From an optimization exercise on the open Yosys and OpenROAD flow, aimed at small area; shortcuts taken in it are not production practice. The RTL was checked by simulation tests, not by an equivalence proof against the original design. Power figures rest on the tool's default switching activity, not on a simulated workload.

Design ho_unc, start of the top module:
module ho_unc (
    input  wire        clk,
    input  wire        rst,         
    input  wire        start,
    input  wire [31:0] in_u0,       
    input  wire [31:0] in_tau,      
    input  wire [15:0] in_f0,       
    input  wire [15:0] in_aging,    
    input  wire [15:0] in_k,        
    input  wire [16:0] in_dtemp,    
    output wire        busy,
    output wire        done,
    output wire [31:0] unc          
);
For scale: ~190 flip-flops, ~170 I/O pins, about 6800 um^2 of cells after synthesis.
clock: 20.0 ns
lec_check: 0
abc_area: 1
cap_margin: 20
core_margin: 2
core_utilization: 50
gpl_routability_driven: 0
gpl_timing_driven: 0
slew_margin: 20
standard.sh (not shown) runs the stock make flow with config.mk's settings and CLKGATE_MAP_FILE= SYNTH_SCRIPT=/design/flow/synth_recipe.tcl, a recipe that flattens the netlist after the stock synthesis.
==> flow/flow/run.sh <==
#!/bin/bash
# The standard ORFS layout (standard.sh), with three choices changed:
#  - synthesis: the standard flow's own synthesis script, except that ABC's technology
#    mapping runs flow/area.abc (a stronger area-recovery script) instead of
#    ORFS's abc_area.script; registers are mapped as before (dfflibmap runs
#    ahead of ABC and ABC sees only the combinational logic)
#  - every port still gets a buffer, but the smallest one (buf_1)
#  - the clock tree is built from clkbuf_8 in small clusters, without
#    dummy loads
# make's full output goes to make_finish.log; ORFS keeps each step's log
# under orfs/logs.
set -euo pipefail
here=$(pwd)
{
  head -n 1 synth_recipe.tcl
  cat <<TCL
proc abc {args} {
  set i [lsearch -exact \$args -script]
  if {\$i >= 0 && [string match *abc_area.script [lindex \$args [expr {\$i + 1}]]]} {
    lset args [expr {\$i + 1}] $here/flow/area.abc
  }
  yosys abc {*}\$args
}
TCL
  tail -n +2 synth_recipe.tcl
} > own_synth.tcl
sed "s#SYNTH_SCRIPT=[^ ]*synth_recipe.tcl#SYNTH_SCRIPT=$here/own_synth.tcl#" standard.sh > own_standard.sh
grep -q own_synth.tcl own_standard.sh
export BUFFER_PORTS_ARGS="-buffer_cell sky130_fd_sc_hd__buf_1"
export CTS_ARGS="-sink_clustering_enable -sink_clustering_size 16 -sink_clustering_max_diameter 45 -dont_use_dummy_load -buf_list sky130_fd_sc_hd__clkbuf_8 -root_buf sky130_fd_sc_hd__clkbuf_8"
bash own_standard.sh > make_finish.log 2>&1
==> flow/flow/area.abc <==
strash
&get -n
&deepsyn -T 30
&put
dch -f
amap -m
mfs2
strash
dch -f
amap -m
topo
stime -c
dnsize -c
Then changed:
==> flow/flow/run.sh (replaced) <==
#!/bin/bash
# The standard ORFS layout (standard.sh), with two choices changed:
#  - every port still gets a buffer, but the smallest one (buf_1)
#  - the clock tree is built from small clock buffers in small clusters,
#    without dummy loads
# make's full output goes to make_finish.log; ORFS keeps each step's log
# under orfs/logs.
set -euo pipefail
export BUFFER_PORTS_ARGS="-buffer_cell sky130_fd_sc_hd__buf_1"
export CTS_ARGS="-sink_clustering_enable -sink_clustering_size 22 -sink_clustering_max_diameter 55 -dont_use_dummy_load -buf_list sky130_fd_sc_hd__clkbuf_8 -root_buf sky130_fd_sc_hd__clkbuf_8"
bash standard.sh > make_finish.log 2>&1
- GPL_ROUTABILITY_DRIVEN: 0 -> unset
- GPL_TIMING_DRIVEN: 0 -> unset
removed: flow/flow/area.abc
After rerunning:
- The changed run completed without violations
- die area rose by 6.1%
- worst setup slack improved by 0.12 ns
- area after synthesis rose by 6.3%
- clock-buffer cell count stays the same
- global-route usage rose by 1.0 points
- core utilization fell by 2.9 points
- power rose by 44%
- critical path depth fell by 2
- hold slack got worse by 0.0032 ns
- routed wire length rose by 12%
- sequential share of layout area is about the same
Then changed:
--- a/flow/flow/run.sh
+++ b/flow/flow/run.sh
@@ -10 +10 @@
-export CTS_ARGS="-sink_clustering_enable -sink_clustering_size 22 -sink_clustering_max_diameter 55 -dont_use_dummy_load -buf_list sky130_fd_sc_hd__clkbuf_8 -root_buf sky130_fd_sc_hd__clkbuf_8"
+export CTS_ARGS="-sink_clustering_enable -sink_clustering_size 16 -sink_clustering_max_diameter 45 -dont_use_dummy_load -buf_list sky130_fd_sc_hd__clkbuf_8 -root_buf sky130_fd_sc_hd__clkbuf_8"
Sequential power hardly moves.
Combinational power hardly moves.
Register-to-register slack is about the same.
Cell area is unchanged.
First-iteration DRC count stays the same.
Fmax does not change.
Routed wire length stays the same.
Non-clock buffer count is unchanged.
Then changed:
==> flow/flow/run.sh (replaced) <==
#!/bin/bash
# The standard ORFS layout (standard.sh), with three choices changed:
#  - synthesis: the standard flow's own synthesis script, except that ABC's technology
#    mapping runs flow/area.abc (a stronger area-recovery script) instead of
#    ORFS's abc_area.script; registers are mapped as before (dfflibmap runs
#    ahead of ABC and ABC sees only the combinational logic)
#  - every port still gets a buffer, but the smallest one (buf_1)
#  - the clock tree is built from clkbuf_8 in small clusters, without
#    dummy loads
# make's full output goes to make_finish.log; ORFS keeps each step's log
# under orfs/logs.
set -euo pipefail
here=$(pwd)
{
  head -n 1 synth_recipe.tcl
  cat <<TCL
proc abc {args} {
  set i [lsearch -exact \$args -script]
  if {\$i >= 0 && [string match *abc_area.script [lindex \$args [expr {\$i + 1}]]]} {
    lset args [expr {\$i + 1}] $here/flow/area.abc
  }
  yosys abc {*}\$args
}
TCL
  tail -n +2 synth_recipe.tcl
} > own_synth.tcl
sed "s#SYNTH_SCRIPT=[^ ]*synth_recipe.tcl#SYNTH_SCRIPT=$here/own_synth.tcl#" standard.sh > own_standard.sh
grep -q own_synth.tcl own_standard.sh
export BUFFER_PORTS_ARGS="-buffer_cell sky130_fd_sc_hd__buf_1"
export CTS_ARGS="-sink_clustering_enable -sink_clustering_size 12 -sink_clustering_max_diameter 30 -dont_use_dummy_load -buf_list {sky130_fd_sc_hd__clkbuf_4 sky130_fd_sc_hd__clkbuf_8} -root_buf sky130_fd_sc_hd__clkbuf_8"
bash own_standard.sh > make_finish.log 2>&1
==> flow/flow/area.abc (new file) <==
strash
&get -n
&deepsyn -T 30
&put
dch -f
amap -m
mfs2
strash
dch -f
amap -m
topo
stime -c
dnsize -c
Power drops by a quarter to a third.
Die area decreases by a few percent.
Sequential share of layout area goes up by 1.9 points.

separate check: timing with driven ports:
In the flow no input, the clock included, has a driving cell. The finished layouts below were timed again as built, in two steps. Step 1 sets driving cells, clkbuf_16 on the clock port and buf_2 on the other inputs (assumed; they add their load-dependent delay and slew). Step 2 adds t to the input delays and takes it off the output delays; t is the mean of the earliest and latest rising clock arrival at the registers after step 1. Input paths then give back, and output paths get back, about the clock's delay inside the block. Slacks: ideal / step 1 / step 2; pairs: ideal / step 1.
run	t (ns)	setup slack, ns	worst setup path at the end
the first run	0.473	13.818 / 13.779 / 14.251	register to output
the second run	0.474	13.943 / 13.905 / 14.379	register to output
the third run	0.474	13.943 / 13.905 / 14.379	register to output
the fourth run	0.484	13.826 / 13.787 / 14.270	register to output
After both steps every run listed still meets setup and hold.
